Source: an optimization exercise on an open RTL-to-GDS flow (aim: small area, a short achievable clock period and few clock cycles per item). Production flows keep margins and buffers that such runs may drop.
Function was checked by simulation only, so behaviour that the tests miss may differ from the original.

==> flow/design.v <==
module sha256_lane (
    input  wire         clk,
    input  wire         rst_n,    
    input  wire         start,    
    input  wire         first,    
    input  wire [511:0] block,    
    output wire         ready,
    output reg          done,
    output wire [255:0] digest    
);
    localparam [31:0] IV0 = 32'h6a09e667, IV1 = 32'hbb67ae85,
                      IV2 = 32'h3c6ef372, IV3 = 32'ha54ff53a,
                      IV4 = 32'h510e527f, IV5 = 32'h9b05688c,
                      IV6 = 32'h1f83d9ab, IV7 = 32'h5be0cd19;
    function [31:0] knext;
        input [5:0] i;
        begin
            case (i)
                6'd0:  knext = 32'h71374491; 6'd1:  knext = 32'hb5c0fbcf;
                6'd2:  knext = 32'he9b5dba5; 6'd3:  knext = 32'h3956c25b;
                6'd4:  knext = 32'h59f111f1; 6'd5:  knext = 32'h923f82a4;
                6'd6:  knext = 32'hab1c5ed5; 6'd7:  knext = 32'hd807aa98;
                6'd8:  knext = 32'h12835b01; 6'd9:  knext = 32'h243185be;
                6'd10: knext = 32'h550c7dc3; 6'd11: knext = 32'h72be5d74;
                6'd12: knext = 32'h80deb1fe; 6'd13: knext = 32'h9bdc06a7;
                6'd14: knext = 32'hc19bf174; 6'd15: knext = 32'he49b69c1;
                6'd16: knext = 32'hefbe4786; 6'd17: knext = 32'h0fc19dc6;
                6'd18: knext = 32'h240ca1cc; 6'd19: knext = 32'h2de92c6f;
                6'd20: knext = 32'h4a7484aa; 6'd21: knext = 32'h5cb0a9dc;
                6'd22: knext = 32'h76f988da; 6'd23: knext = 32'h983e5152;
                6'd24: knext = 32'ha831c66d; 6'd25: knext = 32'hb00327c8;
                6'd26: knext = 32'hbf597fc7; 6'd27: knext = 32'hc6e00bf3;
                6'd28: knext = 32'hd5a79147; 6'd29: knext = 32'h06ca6351;
                6'd30: knext = 32'h14292967; 6'd31: knext = 32'h27b70a85;
                6'd32: knext = 32'h2e1b2138; 6'd33: knext = 32'h4d2c6dfc;
                6'd34: knext = 32'h53380d13; 6'd35: knext = 32'h650a7354;
                6'd36: knext = 32'h766a0abb; 6'd37: knext = 32'h81c2c92e;
                6'd38: knext = 32'h92722c85; 6'd39: knext = 32'ha2bfe8a1;
                6'd40: knext = 32'ha81a664b; 6'd41: knext = 32'hc24b8b70;
                6'd42: knext = 32'hc76c51a3; 6'd43: knext = 32'hd192e819;
                6'd44: knext = 32'hd6990624; 6'd45: knext = 32'hf40e3585;
                6'd46: knext = 32'h106aa070; 6'd47: knext = 32'h19a4c116;
                6'd48: knext = 32'h1e376c08; 6'd49: knext = 32'h2748774c;
                6'd50: knext = 32'h34b0bcb5; 6'd51: knext = 32'h391c0cb3;
                6'd52: knext = 32'h4ed8aa4a; 6'd53: knext = 32'h5b9cca4f;
                6'd54: knext = 32'h682e6ff3; 6'd55: knext = 32'h748f82ee;
                6'd56: knext = 32'h78a5636f; 6'd57: knext = 32'h84c87814;
                6'd58: knext = 32'h8cc70208; 6'd59: knext = 32'h90befffa;
                6'd60: knext = 32'ha4506ceb; 6'd61: knext = 32'hbef9a3f7;
                6'd62: knext = 32'hc67178f2; default: knext = 32'h428a2f98;
            endcase
        end
    endfunction
    function [63:0] csa;
        input [31:0] x, y, z;
        begin
            csa[31:0]  = x ^ y ^ z;
            csa[63:32] = {(x[30:0] & y[30:0]) | (x[30:0] & z[30:0]) | (y[30:0] & z[30:0]), 1'b0};
        end
    endfunction
    reg        run;       
    reg  [5:0] cnt;       
    reg        pre;       
    reg        rdy;       
    reg        r61, r62, r63;    
    reg        fst_cur;   
    reg        fst_nxt;   
    reg [31:0] a, b, c, d, e, f, g;   
    reg [31:0] p;                     
    reg [31:0] kq;                    
    reg [31:0] f0, f4;                
    reg [31:0] hv0, hv1, hv2, hv3, hv4, hv5, hv6, hv7;    
    reg [31:0] w [0:15];              
    wire       nrun   = (run & ~r63) | pre;
    wire [5:0] cnt_n  = nrun ? cnt + 6'd1 : cnt;
    wire       acc    = start & rdy;
    assign ready  = rdy;
    assign digest = {hv0, hv1, hv2, hv3, hv4, hv5, hv6, hv7};
    wire [31:0] s0 = fst_cur ? IV0 : hv0, s1 = fst_cur ? IV1 : hv1,
                s2 = fst_cur ? IV2 : hv2, s3 = fst_cur ? IV3 : hv3,
                s4 = fst_cur ? IV4 : hv4, s5 = fst_cur ? IV5 : hv5,
                s6 = fst_cur ? IV6 : hv6, s7 = fst_cur ? IV7 : hv7;
    wire [31:0] n0 = fst_nxt ? IV0 : hv0, n1 = fst_nxt ? IV1 : hv1,
                n2 = fst_nxt ? IV2 : hv2, n3 = fst_nxt ? IV3 : hv3,
                n4 = fst_nxt ? IV4 : hv4, n5 = fst_nxt ? IV5 : hv5,
                n6 = fst_nxt ? IV6 : hv6, n7 = fst_nxt ? IV7 : hv7;
    wire [31:0] big_s1 = {e[5:0], e[31:6]} ^ {e[10:0], e[31:11]} ^ {e[24:0], e[31:25]};
    wire [31:0] big_s0 = {a[1:0], a[31:2]} ^ {a[12:0], a[31:13]} ^ {a[21:0], a[31:22]};
    wire [31:0] ch     = (e & f) ^ (~e & g);
    wire [31:0] maj    = (a & b) | (c & (a | b));
    wire [63:0] a1 = csa(p, maj, f0);
    wire [63:0] a2 = csa(big_s0, big_s1, ch);
    wire [63:0] a3 = csa(a1[31:0], a1[63:32], a2[31:0]);
    wire [63:0] a4 = csa(a3[31:0], a3[63:32], a2[63:32]);
    wire [31:0] a_new = a4[31:0] + a4[63:32];
    wire [63:0] e1 = csa(p, d, f4);
    wire [63:0] e2 = csa(e1[31:0], e1[63:32], ch);
    wire [63:0] e3 = csa(e2[31:0], e2[63:32], big_s1);
    wire [31:0] e_new = e3[31:0] + e3[63:32];
    wire [31:0] xh  = pre ? n7 : g;               
    wire [63:0] p1  = csa(xh, kq, w[0]);
    wire [31:0] p_new = p1[31:0] + p1[63:32];
    wire [31:0] ha  = r61 ? s3 : r62 ? s2 : s1;
    wire [31:0] he  = r61 ? s7 : r62 ? s6 : s5;
    wire [31:0] sum_a = ha + a;
    wire [31:0] sum_e = he + e;
    wire [31:0] sml_s0 = {w[1][6:0], w[1][31:7]}   ^ {w[1][17:0], w[1][31:18]}  ^ (w[1] >> 3);
    wire [31:0] sml_s1 = {w[14][16:0], w[14][31:17]} ^ {w[14][18:0], w[14][31:19]} ^ (w[14] >> 10);
    wire [63:0] w1 = csa(sml_s1, w[9], w[0]);
    wire [63:0] w2 = csa(w1[31:0], w1[63:32], sml_s0);
    wire [31:0] w_new = w2[31:0] + w2[63:32];
    integer i;
    always @(posedge clk) begin
        if (!rst_n) begin
            run  <= 1'b0;
            cnt  <= 6'd63;
            pre  <= 1'b0;
            rdy  <= 1'b1;
            done <= 1'b0;
            r61  <= 1'b0;
            r62  <= 1'b0;
            r63  <= 1'b0;
        end else begin
            run  <= nrun;
            cnt  <= cnt_n;
            pre  <= acc;
            rdy  <= (~nrun & ~acc) | r61;
            done <= r63;
            r61  <= run & (cnt == 6'd60);
            r62  <= r61;
            r63  <= r62;
        end
    end
    always @(posedge clk) begin
        if (rdy)
            fst_nxt <= first;
        if (pre)
            fst_cur <= fst_nxt;
        if (rdy) begin
            for (i = 0; i < 16; i = i + 1)
                w[i] <= block[511 - 32*i -: 32];
        end else begin
            for (i = 0; i < 15; i = i + 1)
                w[i] <= w[i+1];
            w[15] <= w_new;
        end
        kq <= knext(cnt_n);
        p  <= p_new;
        f0 <= r62 ? s0 : 32'd0;
        f4 <= r62 ? s4 : 32'd0;
        if (pre & fst_nxt) begin
            a <= IV0; b <= IV1; c <= IV2; d <= IV3;
            e <= IV4; f <= IV5; g <= IV6;
        end else if (r63) begin
            a <= a_new; b <= sum_a; c <= hv2; d <= hv3;
            e <= e_new; f <= sum_e; g <= hv6;
        end else if (pre) begin
            a <= hv0; b <= hv1; c <= hv2; d <= hv3;
            e <= hv4; f <= hv5; g <= hv6;
        end else begin
            a <= a_new; b <= a; c <= b; d <= c;
            e <= e_new; f <= e; g <= f;
        end
        if (r61) begin
            hv3 <= sum_a; hv7 <= sum_e;
        end
        if (r62) begin
            hv2 <= sum_a; hv6 <= sum_e;
        end
        if (r63) begin
            hv0 <= a_new; hv1 <= sum_a;
            hv4 <= e_new; hv5 <= sum_e;
        end
    end
endmodule
export LEC_CHECK = 0
export CAP_MARGIN = 20
export CORE_MARGIN = 2
export CORE_UTILIZATION = 40
export SETUP_SLACK_MARGIN = 5
export SLEW_MARGIN = 20
create_clock -name core_clock -period 9.5 [get_ports {clk}]
standard.sh (not shown) runs the stock make flow with config.mk's settings and CLKGATE_MAP_FILE= SYNTH_SCRIPT=/design/flow/synth_recipe.tcl, a recipe that flattens the netlist after the stock synthesis.
==> flow/flow/run.sh <==
#!/bin/bash
# Standard layout, but with the smallest buffer on the ports (every port
# still gets its own buffer); each tool's output stays in orfs/logs.
set -euo pipefail
bash standard.sh BUFFER_PORTS_ARGS="-buffer_cell sky130_fd_sc_hd__buf_1" finish > standard_make.log 2>&1
Testbench counts at the start, summed over its fixed seeds: cycles 50,136, blocks 783.
Then changed:
--- a/flow/design.v
+++ b/flow/design.v
@@ -61,11 +61,16 @@
     reg        run;       
     reg  [5:0] cnt;       
     reg        pre;       
     reg        rdy;       
+    reg        nrdy;      
     reg        r61, r62, r63;    
     reg        fst_cur;   
     reg        fst_nxt;   
+    reg        s_iv;      
+    reg        s_hv;      
+    reg        s_63;      
+    reg        s_sh;      
     reg [31:0] a, b, c, d, e, f, g;   
     reg [31:0] p;                     
     reg [31:0] kq;                    
     reg [31:0] f0, f4;                
@@ -87,16 +92,15 @@
     wire [31:0] big_s1 = {e[5:0], e[31:6]} ^ {e[10:0], e[31:11]} ^ {e[24:0], e[31:25]};
     wire [31:0] big_s0 = {a[1:0], a[31:2]} ^ {a[12:0], a[31:13]} ^ {a[21:0], a[31:22]};
     wire [31:0] ch     = (e & f) ^ (~e & g);
     wire [31:0] maj    = (a & b) | (c & (a | b));
-    wire [63:0] a1 = csa(p, maj, f0);
-    wire [63:0] a2 = csa(big_s0, big_s1, ch);
-    wire [63:0] a3 = csa(a1[31:0], a1[63:32], a2[31:0]);
+    wire [63:0] t1 = csa(p, big_s1, ch);           
+    wire [63:0] a2 = csa(big_s0, maj, f0);
+    wire [63:0] a3 = csa(t1[31:0], t1[63:32], a2[31:0]);
     wire [63:0] a4 = csa(a3[31:0], a3[63:32], a2[63:32]);
     wire [31:0] a_new = a4[31:0] + a4[63:32];
-    wire [63:0] e1 = csa(p, d, f4);
-    wire [63:0] e2 = csa(e1[31:0], e1[63:32], ch);
-    wire [63:0] e3 = csa(e2[31:0], e2[63:32], big_s1);
+    wire [63:0] e2 = csa(t1[31:0], t1[63:32], d);
+    wire [63:0] e3 = csa(e2[31:0], e2[63:32], f4);
     wire [31:0] e_new = e3[31:0] + e3[63:32];
     wire [31:0] xh  = pre ? n7 : g;               
     wire [63:0] p1  = csa(xh, kq, w[0]);
     wire [31:0] p_new = p1[31:0] + p1[63:32];
@@ -115,53 +119,52 @@
             run  <= 1'b0;
             cnt  <= 6'd63;
             pre  <= 1'b0;
             rdy  <= 1'b1;
+            nrdy <= 1'b0;
             done <= 1'b0;
             r61  <= 1'b0;
             r62  <= 1'b0;
             r63  <= 1'b0;
+            s_iv <= 1'b0;
+            s_hv <= 1'b0;
+            s_63 <= 1'b0;
+            s_sh <= 1'b1;
         end else begin
             run  <= nrun;
             cnt  <= cnt_n;
             pre  <= acc;
             rdy  <= (~nrun & ~acc) | r61;
+            nrdy <= ~((~nrun & ~acc) | r61);
             done <= r63;
             r61  <= run & (cnt == 6'd60);
             r62  <= r61;
             r63  <= r62;
+            s_iv <= acc & first;
+            s_hv <= acc & ~first & ~r62;
+            s_63 <= r62 & ~(acc & first);
+            s_sh <= ~acc & ~r62;
         end
     end
     always @(posedge clk) begin
         if (rdy)
             fst_nxt <= first;
         if (pre)
             fst_cur <= fst_nxt;
-        if (rdy) begin
-            for (i = 0; i < 16; i = i + 1)
-                w[i] <= block[511 - 32*i -: 32];
-        end else begin
-            for (i = 0; i < 15; i = i + 1)
-                w[i] <= w[i+1];
-            w[15] <= w_new;
-        end
+        for (i = 0; i < 16; i = i + 1)
+            w[i] <= (block[511 - 32*i -: 32] & {32{rdy}}) |
+                    ((i == 15 ? w_new : w[(i+1) % 16]) & {32{nrdy}});
         kq <= knext(cnt_n);
         p  <= p_new;
         f0 <= r62 ? s0 : 32'd0;
         f4 <= r62 ? s4 : 32'd0;
-        if (pre & fst_nxt) begin
-            a <= IV0; b <= IV1; c <= IV2; d <= IV3;
-            e <= IV4; f <= IV5; g <= IV6;
-        end else if (r63) begin
-            a <= a_new; b <= sum_a; c <= hv2; d <= hv3;
-            e <= e_new; f <= sum_e; g <= hv6;
-        end else if (pre) begin
-            a <= hv0; b <= hv1; c <= hv2; d <= hv3;
-            e <= hv4; f <= hv5; g <= hv6;
-        end else begin
-            a <= a_new; b <= a; c <= b; d <= c;
-            e <= e_new; f <= e; g <= f;
-        end
+        a <= (a_new & {32{s_63 | s_sh}}) | (hv0 & {32{s_hv}}) | (IV0 & {32{s_iv}});
+        b <= (sum_a & {32{s_63}}) | (a & {32{s_sh}}) | (hv1 & {32{s_hv}}) | (IV1 & {32{s_iv}});
+        c <= (hv2 & {32{s_63 | s_hv}}) | (b & {32{s_sh}}) | (IV2 & {32{s_iv}});
+        d <= (hv3 & {32{s_63 | s_hv}}) | (c & {32{s_sh}}) | (IV3 & {32{s_iv}});
+        e <= (e_new & {32{s_63 | s_sh}}) | (hv4 & {32{s_hv}}) | (IV4 & {32{s_iv}});
+        f <= (sum_e & {32{s_63}}) | (e & {32{s_sh}}) | (hv5 & {32{s_hv}}) | (IV5 & {32{s_iv}});
+        g <= (hv6 & {32{s_63 | s_hv}}) | (f & {32{s_sh}}) | (IV6 & {32{s_iv}});
         if (r61) begin
             hv3 <= sum_a; hv7 <= sum_e;
         end
         if (r62) begin
Worst setup slack degrades by 170 ps.
Non-clock buffer count is lower by 15.
Synthesized area shrinks by a few percent.
Routed wire length drops slightly.
Via count goes up slightly.
Sequential share of layout area climbs by 1.7 points.
Design area goes down by a few percent.
Count of clock-buffer cells in the layout goes down by 7.
Die area goes down by a few percent.
Global-route usage climbs by 0.40 points.
Utilization falls by 0.12 points.
Register-to-register slack gets worse by 170 ps.
Testbench counts after the change, summed over its fixed seeds: cycles 50,136, blocks 783.

## separate check: timing with driven ports
The results above use ideal ports. As a check the final layouts listed here were re-extracted and re-timed, cells and wires unchanged.
Step 1: set_driving_cell puts a clkbuf_16 on clk and a buf_2 on each other input, an assumption about the parent block.
Step 2, shift: input delay + t, output delay - t, t = (earliest + latest rising clock arrival at the registers) / 2. This alone moves slack from input paths to output paths.
a / b / c = ideal ports / drivers / drivers and shift; a / b = the first two.
run	t (ns)	setup WS [ns]	slew at the worst register clock pin (ns)	worst slew at a driven data input, ns	pins driven straight from the clock port
the first run	0.860	4.671 / 4.671 / 4.671	0.07 / 0.07	0.17	1
the second run	0.818	4.505 / 4.505 / 4.505	0.07 / 0.07	0.12	1
After both steps setup and hold are still met in every run listed.
